Source: an optimization exercise on an open RTL-to-GDS flow (aim: small area, a short achievable clock period and few clock cycles per item). Production flows keep margins and buffers that such runs may drop.
The RTL was checked by simulation tests, not by an equivalence proof against the original design.

## v23
// card_step
module card_step (
    input  wire         clk,
    input  wire         rst,           
    input  wire         start,
    output wire         ready,
    output reg          done,
    input  wire [23:0]  active,
    input  wire [383:0] iavg,          
    input  wire [3:0]   shift,
    input  wire [7:0]   lim,
    input  wire [23:0]  clr,           
    output wire [215:0] trim,          
    output reg  [23:0]  at_lim
);
==> flow/config.mk <==
export PLATFORM = sky130hd
export DESIGN_NAME = card_step
export DESIGN_NICKNAME = card_step
export VERILOG_FILES = /design/flow/design.v
export SDC_FILE = /design/flow/constraint.sdc
export NUM_CORES = 4
export LEC_CHECK = 0
export ABC_AREA = 1
export CAP_MARGIN = 20
export CORE_MARGIN = 2
export CORE_UTILIZATION = 55
export SLEW_MARGIN = 20
==> flow/constraint.sdc <==
create_clock -name core_clock -period 40.0 [get_ports {clk}]
set_input_delay 8.0000 -clock core_clock [delete_from_list [all_inputs] [get_ports {clk}]]
set_output_delay 8.0000 -clock core_clock [all_outputs]
set_load 0.01 [all_outputs]
standard.sh (not shown) runs the stock make flow with config.mk's settings and CLKGATE_MAP_FILE= SYNTH_SCRIPT=/design/flow/synth_recipe.tcl, a recipe that flattens the netlist after the stock synthesis.
==> flow/flow/run.sh <==
#!/bin/bash
# Layout: the standard flow (standard.sh: unchanged synthesis, floorplan,
# power grid, placement, CTS and routing, at the design's clock and SDC) with
# two changes to how the layout is made:
#  - every input and output port is buffered with sky130_fd_sc_hd__buf_1
#    instead of the default port buffer cell;
#  - ORFS's repair_timing steps aim for 30.6 ns of setup slack (a 9.4 ns
#    critical path) instead of 0 ns, so they size up and buffer the few paths
#    longer than that. The clock network is left as CTS builds it.
# make's full output goes to standard_flow.log; each ORFS step keeps its own
# log under orfs/logs/.
set -euo pipefail
bash standard.sh "BUFFER_PORTS_ARGS=-buffer_cell sky130_fd_sc_hd__buf_1" \
    SETUP_SLACK_MARGIN=30.6 finish > standard_flow.log 2>&1
Testbench counts of v23, summed over its fixed seeds: cycles 23,958, items 2,400.
The inputs of v39 differ from those of v23 as listed below.
- a change of CORE_UTILIZATION from 55 to 65
Findings:
- dfxtp_1 as the worst-path cell with the longest stage delay was reported by v23, and fa_1 by v39.
- Wire length for v39: about 3.3% down relative to v23
- Compared with v23, v39 shows die area that has gone down by more than 10%.
- Min routing usage on met1 across v23 and v39: v23
- Compared with v23, width of the chip in v39 decreased by a little under 10%.

========
## the baseline
Another version of the RTL of card_step (not shown whole).
Size in the first run: ~7200 cells after synthesis, ~570 flip-flops, ~690 I/O pins, ~0.053 mm2 of cells after synthesis.
// card_step
module card_step (
    input  wire         clk,
    input  wire         rst,           
    input  wire         start,
    output wire         ready,
    output reg          done,
    input  wire [23:0]  active,
    input  wire [383:0] iavg,          
    input  wire [3:0]   shift,
    input  wire [7:0]   lim,
    input  wire [23:0]  clr,           
    output wire [215:0] trim,          
    output reg  [23:0]  at_lim
);
    localparam integer K  = 8;                   
    localparam integer G  = 24 / K;              
    reg st_idle, st_p1, st_d1a, st_d1b, st_p2, st_d2, st_p3;
    reg [4:0] g;                       
    reg signed [8:0]  tr [0:23];
    reg signed [15:0] ir [0:K-1];      
    reg [K-1:0]       ar;              
    reg [3:0]         sh_r;
    reg [7:0]         lim_r;
    reg signed [20:0] acc;             
    reg signed [13:0] tacc;            
    reg [3:0]         t0lo;            
    reg [9:0]         vacc;            
    reg [9:0]         q0m9;            
    reg [4:0]         n_r;
    reg [4:0]         drema, dremb;    
    reg [7:0]         qhi;             
    reg [5:0]         qhit;            
    reg               u_x1, u_x2, u_t1, u_t2, u_v;
    reg signed [15:0] m_r;
    reg signed [9:0]  mean_r;
    assign ready = st_idle;
    genvar gc;
    generate
        for (gc = 0; gc < 24; gc = gc + 1) begin : g_out
            assign trim[9*gc +: 9] = tr[gc];
        end
    endgenerate
    wire in_pass = st_p1 | st_p2 | st_p3;
    wire last_g  = (g == G - 1);
    wire [4:0] sel = ((st_p1 | st_p2) && !last_g) ? g + 5'd1 :
                     st_d2 ? 5'd1 :
                     (st_p3 && (g + 5'd2 < G)) ? g + 5'd2 : 5'd0;
    reg signed [15:0] imux [0:K-1];
    reg [K-1:0]       amux;
    integer jm, xm;
    always @(*) begin
        for (jm = 0; jm < K; jm = jm + 1) begin
            imux[jm] = 16'sd0;
            amux[jm] = 1'b0;
            for (xm = 0; xm < G; xm = xm + 1)
                if (sel == xm) begin
  ...
clock: 40.0 ns
lec_check: 0
abc_area: 1
cap_margin: 20
core_margin: 2
core_utilization: 55
slew_margin: 20
Scripts as last shown in full above: flow/flow/run.sh
Testbench counts of the baseline, summed over its fixed seeds: cycles 31,144, items 2,400.
Edits applied to the flow inputs when going from the baseline to the candidate:
Settings: swapping 55 for 65 in CORE_UTILIZATION.
Notes after the runs:
The detailed-routed wire length on met3 in the baseline is 0.74 times that in the candidate.
Maximum clock rate of the candidate is on par with the baseline.
Re count of buffers inserted at the top-level ports: no difference whatsoever between the baseline and the candidate.
Any difference in sequential cell area share between the baseline and the candidate is small enough to ignore.

afterwards: timing with drivers on the ports:
How much do the figures lean on ideal ports? The routed layouts below were timed once more, with nothing changed but the port constraints. Step 1: set_driving_cell puts a clkbuf_16 on clk and a buf_2 on each other input, an assumption about the parent block. Step 2 times the ports against the registers' clock, not the clock port: input delays grow and output delays shrink by t, the midpoint of the rising clock arrivals with the driver on. Three values: ideal ports, drivers, drivers and shift; two values: the first two.
run | t, ns | setup WS [ns] | worst setup path at the end | worst register clock-pin slew, ns
v23 | 0.780 | 30.589 / 30.499 / 30.041 | input to register | 0.07 / 0.07
v39 | 0.768 | 30.485 / 30.479 / 29.920 | input to register | 0.07 / 0.07
the baseline | 0.742 | 30.629 / 30.548 / 30.285 | input to register | 0.07 / 0.07
the candidate | 0.713 | 30.616 / 30.538 / 30.321 | input to register | 0.07 / 0.07
After both steps setup and hold are still met in every run listed. The setup slack of v39, which loses most, moves by -0.006 ns with the drivers and by -0.565 ns with both steps.
